What follows belongs to an exercise in optimizing a design on an open flow for small area and a short achievable clock period; a production flow would make more cautious choices.
At most, simulation tests tie the RTL to the original design; equivalence was not proved.

## build 76
Design mole_lane_rx, start of the top module:
module mole_lane_rx (
    input  wire        clk,
    input  wire        rst,
    input  wire        in_valid,
    input  wire [1:0]  in_hdr,
    input  wire [63:0] in_data,
    output reg         out_valid,
    output reg  [1:0]  out_hdr,
    output reg  [63:0] out_data,
    output reg         sig_valid,
    output wire [7:0]  sig_code,
    output wire [39:0] sig_arg,
    output reg         frm_valid,
    output reg         frm_good,
    output reg  [1:0]  frm_class,
    output reg  [15:0] frm_seq,
    output reg  [6:0]  frm_dest,
    output reg  [6:0]  frm_words,
    output reg         aln_valid,
    output reg  [3:0]  aln_lane,
    output reg  [1:0]  aln_port,
    output reg  [15:0] aln_seq,
    output reg  [4:0]  aln_bip_errs,
    output reg  [15:0] cnt_block_err,
    output reg  [15:0] cnt_signal_bad,
    output reg  [15:0] cnt_crc_err,
    output reg  [15:0] cnt_bip_err,
    output reg         frozen,
    output reg         lane_drop
);
==> flow/config.mk <==
export PLATFORM = sky130hd
export DESIGN_NAME = mole_lane_rx
export DESIGN_NICKNAME = mole_lane_rx
export VERILOG_FILES = /design/flow/design.v
export SDC_FILE = /design/flow/constraint.sdc
export NUM_CORES = 4
export LEC_CHECK = 0
export CAP_MARGIN = 20
export CORE_MARGIN = 2
export CORE_UTILIZATION = 60
export CTS_CLUSTER_DIAMETER = 140
export CTS_CLUSTER_SIZE = 27
export PLACE_DENSITY = 0.85
export SLEW_MARGIN = 20
==> flow/constraint.sdc <==
create_clock -name core_clock -period 9.0 [get_ports {clk}]
set_input_delay 1.8000 -clock core_clock [delete_from_list [all_inputs] [get_ports {clk}]]
set_output_delay 1.8000 -clock core_clock [all_outputs]
set_load 0.01 [all_outputs]
standard.sh (not shown) runs the stock make flow with config.mk's settings and CLKGATE_MAP_FILE= SYNTH_SCRIPT=/design/flow/synth_recipe.tcl, a recipe that flattens the netlist after the stock synthesis.
==> flow/flow/run.sh <==
#!/bin/bash
# The standard layout (standard.sh) with three changes:
#  - synthesis maps with ORFS's ABC speed script minus its final buffering
#    and sizing steps (timing repair in the layout sizes cells instead);
#    everything else in synthesis, and so every register, is unchanged;
#  - the port buffers are buf_2 cells;
#  - timing repair aims for 5.8 ns of setup slack.
# The ORFS tools write their full logs under orfs/logs/; make's own output
# goes to flow_synth.log and flow_make.log in this folder.
set -euo pipefail
mkdir -p scripts_abc
cp -r "$FLOW_HOME/scripts/." scripts_abc/
head -n 30 "$FLOW_HOME/scripts/abc_speed.script" > scripts_abc/abc_speed.script
ARGS=("BUFFER_PORTS_ARGS=-buffer_cell sky130_fd_sc_hd__buf_2" SETUP_SLACK_MARGIN=5.8)
bash standard.sh "${ARGS[@]}" "SCRIPTS_DIR=$PWD/scripts_abc" synth > flow_synth.log 2>&1
bash standard.sh "${ARGS[@]}" finish > flow_make.log 2>&1
Edits applied to the flow inputs when going from build 76 to build 4:
==> flow/flow/run.sh <==
#!/bin/bash
# Standard layout, with fast port buffers and a tighter setup target for
# timing repair. Each tool's output goes to the ORFS logs under orfs/logs;
# make's own output goes to flow_make.log.
set -euo pipefail
bash standard.sh "BUFFER_PORTS_ARGS=-buffer_cell sky130_fd_sc_hd__buf_2" SETUP_SLACK_MARGIN=6.05 finish > flow_make.log 2>&1
### Flow results
Share of the core filled with cells: build 4 > build 76
Run comparison: build 4 critical path launch point out_data[9]; build 76 critical path launch point out_data[48]
In build 4, the worst path buffer plus inverter count came out 1 below the value in build 76.
Note that the post-cts sizing count recorded for build 4 amounts to 4.4 times the value seen in build 76.
Going from build 76 to build 4, worst clock skew grows by 0.029 ns.
Build 76 reports its top layer reached by signal wires as met4 while build 4 reports met5.
Build 4: all stages done; final checks FAILED (max-capacitance violations, max-slew violations).
## Diff of input files: build 49 against build 4
-- flow/flow/run.sh --
<<< build 4, line 5
set -euo pipefail
bash standard.sh "BUFFER_PORTS_ARGS=-buffer_cell sky130_fd_sc_hd__buf_2" SETUP_SLACK_MARGIN=6.05 finish > flow_make.log 2>&1
>>> build 49, line 5
set -euo pipefail
bash standard.sh "BUFFER_PORTS_ARGS=-buffer_cell sky130_fd_sc_hd__buf_2" SETUP_SLACK_MARGIN=5.8 finish > flow_make.log 2>&1
==> notes.md <==
- Build 49: full flow OK, the timing, design-rule and antenna checks passed
- End point of the critical path: out_data[21] -> build 49, last_msg[31] -> build 4
- Changes observed in build 49 relative to build 4: depth of the worst hold-timing path now sits higher; layout filler cell count higher.
- Higher average wire length per cell after detail routing was reported by build 4, not build 49.
> inputs changed (build 49 -> build 62)
Settings: swapping 60 for 50 in CORE_UTILIZATION.
## What came out
Where final area is concerned, build 49 is better than build 62. In build 62 relative to build 49, count of inserted tapcells had gone up by more than 10%. Build 62 gives more layout overhead on the synthesized area than build 49 did. Taking build 49 as the reference, in build 62 multi-input combinational area share now sits at about the same level; final critical path time including I/O delays and setup now sits higher; global-route wire length before repair now sits higher. Build 62 against build 49: area of the multi-input gates shows an increase of about 0.7%, multi-input logic cell count shows no meaningful change. Diff build 49 -> build 62 | fraction of standard cell area that is sequential | decrease of 0.32 points. Of the two values seen for highest-delay cell along the critical path, sky130_fd_sc_hd__a2111o_1 was produced by build 62 and sky130_fd_sc_hd__dfxtp_2 by build 49.


Another version of the RTL of mole_lane_rx (not shown whole).
Size in the first run: roughly 2300 cells after synthesis, ~420 flip-flops, about 310 I/O pins, roughly 24000 µm² of cells after synthesis.
Settings: LEC_CHECK=0, CAP_MARGIN=20, CORE_MARGIN=2, CORE_UTILIZATION=40, SLEW_MARGIN=20; clock period 9.0 ns.
==> flow/flow/run.sh <==
#!/bin/bash
# Standard layout, with fast port buffers and a tighter setup target for
# timing repair. Each tool's output goes to the ORFS logs under orfs/logs;
# make's own output goes to flow_make.log.
set -euo pipefail
bash standard.sh "BUFFER_PORTS_ARGS=-buffer_cell sky130_fd_sc_hd__buf_2" SETUP_SLACK_MARGIN=6.0 finish > flow_make.log 2>&1
Change:
==> flow/flow/run.sh (replaced) <==
#!/bin/bash
# Standard layout, with fast port buffers and a tighter setup target for
# timing repair. Each tool's output goes to the ORFS logs under orfs/logs;
# make's own output goes to flow_make.log.
set -euo pipefail
bash standard.sh "BUFFER_PORTS_ARGS=-buffer_cell sky130_fd_sc_hd__buf_2" SETUP_SLACK_MARGIN=5.8 finish > flow_make.log 2>&1
--- a/flow/config.mk
+++ b/flow/config.mk
@@ -8,4 +8,6 @@
 export CAP_MARGIN = 20
 export CORE_MARGIN = 2
-export CORE_UTILIZATION = 40
+export CORE_UTILIZATION = 60
+export CTS_CLUSTER_DIAMETER = 140
+export CTS_CLUSTER_SIZE = 27
 export SLEW_MARGIN = 20
Cell count decreases by roughly a tenth.
Worst setup slack loses 0.083 ns.
Die area falls by a quarter to a third.
Register-to-register slack gets worse by 0.11 ns.
Synthesized area is unchanged.
Global-route usage is higher by 7.5 points.
Change:
--- a/flow/config.mk
+++ b/flow/config.mk
@@ -8,6 +8,4 @@
 export CAP_MARGIN = 20
 export CORE_MARGIN = 2
-export CORE_UTILIZATION = 60
-export CTS_CLUSTER_DIAMETER = 140
-export CTS_CLUSTER_SIZE = 27
+export CORE_UTILIZATION = 40
 export SLEW_MARGIN = 20
What happened: Utilization is lower by 20 points; flip-flop and latch count does not change; cell count is higher by 11%; global-route usage is lower by 8.8 points; design area is higher by 6.2%; non-clock buffer count is higher by 14; count of clock-buffer cells in the layout is higher by 43; worst setup slack gets worse by 0.0055 ns.
Change:
==> flow/flow/run.sh (replaced) <==
#!/bin/bash
# Standard layout, with fast port buffers and a tighter setup target for
# timing repair. Each tool's output goes to the ORFS logs under orfs/logs;
# make's own output goes to flow_make.log.
set -euo pipefail
bash standard.sh "BUFFER_PORTS_ARGS=-buffer_cell sky130_fd_sc_hd__buf_2" SETUP_SLACK_MARGIN=6.2 finish > flow_make.log 2>&1
What happened: Via count grows by roughly a tenth. Maximum frequency grows by a few percent. Non-clock buffer count grows by 316. Global-route usage grows by 3.4 points. Worst setup slack is better by 0.065 ns. Final cell count grows by roughly a tenth. Cell area grows by about a fifth.


The RTL this note starts from:
==> flow/design.v <==
module mole_lane_rx (
    input  wire        clk,
    input  wire        rst,
    input  wire        in_valid,
    input  wire [1:0]  in_hdr,
    input  wire [63:0] in_data,
    output reg         out_valid,
    output reg  [1:0]  out_hdr,
    output reg  [63:0] out_data,
    output reg         sig_valid,
    output wire [7:0]  sig_code,
    output wire [39:0] sig_arg,
    output reg         frm_valid,
    output reg         frm_good,
    output reg  [1:0]  frm_class,
    output reg  [15:0] frm_seq,
    output reg  [6:0]  frm_dest,
    output reg  [6:0]  frm_words,
    output reg         aln_valid,
    output wire [3:0]  aln_lane,
    output wire [1:0]  aln_port,
    output wire [15:0] aln_seq,
    output reg  [4:0]  aln_bip_errs,
    output reg  [15:0] cnt_block_err,
    output reg  [15:0] cnt_signal_bad,
    output reg  [15:0] cnt_crc_err,
    output reg  [15:0] cnt_bip_err,
    output reg         frozen,
    output reg         lane_drop
);
    localparam [7:0] T_IDLE  = 8'h1E;
    localparam [7:0] T_SIG   = 8'h2D;
    localparam [7:0] T_LINK  = 8'h33;
    localparam [7:0] T_ALIGN = 8'h4B;
    localparam [7:0] T_TRAIN = 8'h55;
    localparam [7:0] T_FSTA  = 8'h78;
    localparam [7:0] T_FEND  = 8'h87;
    localparam [31:0] FSTA_SEED = 32'hF0958FA1;
    function [31:0] crc32_step64;
        input [31:0] crc;
        input [63:0] d;
        integer i;
        reg [31:0] c;
        begin
            c = crc;
            for (i = 0; i < 64; i = i + 1)
                c = (c >> 1) ^ ((c[0] ^ d[i]) ? 32'hEDB88320 : 32'h0);
            crc32_step64 = c;
        end
    endfunction
    function [7:0] crc8_sig;
        input [63:0] p;
        integer b, i;
        reg [7:0] c;
        reg fb;
        begin
            c = 8'h00;
            for (b = 1; b <= 6; b = b + 1)
                for (i = 7; i >= 0; i = i - 1) begin
                    fb = c[7] ^ p[8*b + i];
                    c  = {c[6:0], 1'b0} ^ (fb ? 8'h07 : 8'h00);
                end
            crc8_sig = c;
        end
    endfunction
    reg  [57:0] hist;
    wire [121:0] ext = {in_data, hist};
    reg  [63:0] desc;
    integer k;
    always @(*) begin
        for (k = 0; k < 64; k = k + 1)
            desc[k] = ext[58 + k] ^ ext[58 + k - 39] ^ ext[k];
    end
    wire is_data  = (in_hdr == 2'b01);
    wire is_ctrl  = (in_hdr == 2'b10);
    wire hdr_bad  = !is_data && !is_ctrl;
    wire is_raw   = is_ctrl && (in_data[7:0] == T_ALIGN || in_data[7:0] == T_TRAIN);
    wire is_align = is_ctrl && (in_data[7:0] == T_ALIGN);
    wire [63:0] payload = is_raw ? in_data : desc;
    wire [7:0]  ctype   = desc[7:0];
    wire is_sctrl = is_ctrl && !is_raw;
    wire type_known = ctype == T_IDLE || ctype == T_SIG || ctype == T_LINK ||
                      ctype == T_FSTA || ctype == T_FEND;
    wire c_idle = is_sctrl && ctype == T_IDLE;
    wire c_sig  = is_sctrl && ctype == T_SIG;
    wire c_fsta = is_sctrl && ctype == T_FSTA;
    wire c_fend = is_sctrl && ctype == T_FEND;
    wire blk_err = hdr_bad || (is_sctrl && !type_known);
    reg  [15:0] bip;
    wire [15:0] bip_blk  = in_data[15:0] ^ in_data[31:16] ^ in_data[47:32] ^
                           in_data[63:48] ^ {14'b0, in_hdr};
    wire [15:0] bip_diff = bip ^ in_data[47:32];
    reg  [4:0]  bip_pop;
    integer m;
    always @(*) begin
        bip_pop = 5'd0;
        for (m = 0; m < 16; m = m + 1)
            bip_pop = bip_pop + {4'b0, bip_diff[m]};
    end
    reg s1_data, s1_idle, s1_sig, s1_fsta, s1_fend, s1_err;
    reg         in_frame;
    reg  [31:0] fcrc;
    reg  [6:0]  fcount;       
    reg  [47:0] last_msg;     
    reg  [2:0]  sig_dist;     
    reg  [4:0]  bip_h1, bip_h2, bip_h3;
    reg  [11:0] win_blocks;
    reg  [11:0] win_idles;
    assign sig_code = last_msg[7:0];
    assign sig_arg  = last_msg[47:8];
    assign aln_lane = out_data[11:8];
    assign aln_port = out_data[13:12];
    assign aln_seq  = out_data[31:16];
    wire [63:0] p1 = out_data;
    wire fend_close = s1_fend && in_frame;
    wire in_frame_nx = s1_fsta ? 1'b1 : (s1_fend ? 1'b0 : in_frame);
    wire        sig_crc_ok = (crc8_sig(p1) == p1[63:56]);
    wire        sig_dup    = (sig_dist <= 3'd4) && (p1[55:8] == last_msg);
    wire        sig_good   = s1_sig && sig_crc_ok;
    wire        sig_take   = sig_good && !sig_dup;
    wire [31:0] crc_in    = s1_fsta ? FSTA_SEED : fcrc;
    wire [31:0] crc_next  = crc32_step64(crc_in, p1);
    wire        fend_good = (~fcrc == p1[39:8]) && (fcount == frm_words) &&
                            (frm_words != 7'd0) && (frm_words <= 7'd64);
    wire [6:0]  bip_sum4 = aln_bip_errs + bip_h1 + bip_h2 + bip_h3;
    wire [12:0] idles_now = win_idles + {11'b0, s1_idle};
    wire        s1_valid = out_valid;
    always @(posedge clk) begin
        out_hdr      <= in_hdr;
        out_data     <= payload;
        aln_bip_errs <= bip_pop;
        if (s1_fsta) begin
            frm_class <= p1[9:8];
            frm_seq   <= p1[31:16];
            frm_words <= p1[38:32];
            frm_dest  <= p1[46:40];
        end
        if (s1_fsta || s1_data)
            fcrc <= crc_next;
        if (s1_fsta)
            fcount <= 7'd0;
        else if (s1_data && !(fcount[6] && fcount[0]))
            fcount <= fcount + 7'd1;
        if (sig_good)
            last_msg <= p1[55:8];
        if (rst) begin
            hist          <= 58'b0;
            bip           <= 16'b0;
            out_valid     <= 1'b0;
            aln_valid     <= 1'b0;
            s1_data       <= 1'b0;
            s1_idle       <= 1'b0;
            s1_sig        <= 1'b0;
            s1_fsta       <= 1'b0;
            s1_fend       <= 1'b0;
            s1_err        <= 1'b0;
            sig_valid     <= 1'b0;
            frm_valid     <= 1'b0;
            frm_good      <= 1'b0;
            cnt_block_err <= 16'b0;
            cnt_signal_bad<= 16'b0;
            cnt_crc_err   <= 16'b0;
            cnt_bip_err   <= 16'b0;
            frozen        <= 1'b0;
            lane_drop     <= 1'b0;
            sig_dist      <= 3'd7;
            in_frame      <= 1'b0;
            bip_h1        <= 5'b0;
            bip_h2        <= 5'b0;
            bip_h3        <= 5'b0;
            win_blocks    <= 12'b0;
            win_idles     <= 12'b0;
        end else begin
            out_valid <= in_valid;
            aln_valid <= in_valid && is_align;
            s1_data   <= in_valid && is_data;
            s1_idle   <= in_valid && c_idle;
            s1_sig    <= in_valid && c_sig;
            s1_fsta   <= in_valid && c_fsta;
            s1_fend   <= in_valid && c_fend;
            s1_err    <= in_valid && blk_err;
            if (in_valid) begin
                if (!is_raw)
                    hist <= in_data[63:6];
                if (is_align)
                    bip <= 16'b0;
                else
                    bip <= bip ^ bip_blk;
            end
            frm_valid <= (in_valid && c_fsta && in_frame_nx) || fend_close;
            frm_good  <= fend_close && fend_good;
            in_frame <= in_frame_nx;
            if (frm_valid && !frm_good)
                cnt_crc_err <= cnt_crc_err + 16'd1;
            if (s1_err)
                cnt_block_err <= cnt_block_err + 16'd1;
            sig_valid <= sig_take;
            if (sig_take)
                sig_dist <= 3'd1;
            else if (s1_valid && sig_dist != 3'd7)
                sig_dist <= sig_dist + 3'd1;
            if (s1_sig && !sig_crc_ok)
                cnt_signal_bad <= cnt_signal_bad + 16'd1;
            if (aln_valid) begin
                cnt_bip_err <= cnt_bip_err + {11'b0, aln_bip_errs};
                if (bip_sum4 >= 7'd16)
                    lane_drop <= 1'b1;
                bip_h3 <= bip_h2;
                bip_h2 <= bip_h1;
                bip_h1 <= aln_bip_errs;
            end
            if (s1_valid) begin
                if (win_blocks == 12'd4095) begin
                    if (idles_now > 13'd3686)
                        frozen <= 1'b1;
                    else if (idles_now <= 13'd2048)
                        frozen <= 1'b0;
                    win_blocks <= 12'd0;
                    win_idles  <= 12'd0;
                end else begin
                    win_blocks <= win_blocks + 12'd1;
                    win_idles  <= idles_now[11:0];
                end
            end
        end
    end
endmodule
Settings: LEC_CHECK=0, CAP_MARGIN=20, CORE_MARGIN=2, CORE_UTILIZATION=40, SETUP_SLACK_MARGIN=5, SLEW_MARGIN=20; clock period 9.0 ns.
run.sh (not shown) runs the stock make flow with config.mk's settings and CLKGATE_MAP_FILE= SYNTH_SCRIPT=/design/flow/synth_recipe.tcl, a recipe that flattens the netlist after the stock synthesis.
Stock flow here: none of the scripts above is used.
The first run passed the timing, design-rule and antenna checks.
Edit:
- SETUP_SLACK_MARGIN: 5 -> default
Global-route usage shrinks by 1.9 points.
Area after synthesis stays the same.
Worst hold slack barely changes.
Sequential share of layout area came out higher by 4.5 points.
Final cell count falls by 9.4%.
Final area decreases by 16%.
Setup slack degrades by 1.2 ns.
Non-clock buffer count goes down by 362.
Routed wire length goes down by 8.6%.
No run of this note included a check of the RTL's function; only the layout flow was run.

what the ideal ports hide:
In the flow no input, the clock included, has a driving cell. The finished layouts below were timed again as built, in two steps.
Step 1 assumes that a clkbuf_16 drives the clock port and a buf_2 every other input.
Step 2, shift: input delay + t, output delay - t, t = (earliest + latest rising clock arrival at the registers) / 2. This alone moves slack from input paths to output paths.
Slacks: no drivers / after step 1 / after step 2; pairs: no drivers / after step 1.
run	shift t [ns]	setup WS [ns]	cell pins on the clock port's net
build 76	0.605	5.776 / 5.721 / 5.265	1
build 4	0.640	4.932 / 4.932 / 4.932	1
build 49	0.615	5.803 / 5.745 / 5.338	1
build 62	0.615	5.706 / 5.706 / 5.241	1
the first run of note 2	0.655	5.899 / 5.836 / 5.388	1
the second run of note 2	0.601	5.817 / 5.758 / 5.250	1
the third run of note 2	0.656	5.811 / 5.750 / 5.220	1
the fourth run of note 2	0.670	5.876 / 5.809 / 5.446	1
the first run of note 3	0.626	3.019 / 3.019 / 3.019	1
the second run of note 3	0.623	1.784 / 1.784 / 1.784	1
For the third run of note 2, which loses most, drivers alone change the setup slack by -0.061 ns; drivers and shift together by -0.591 ns.
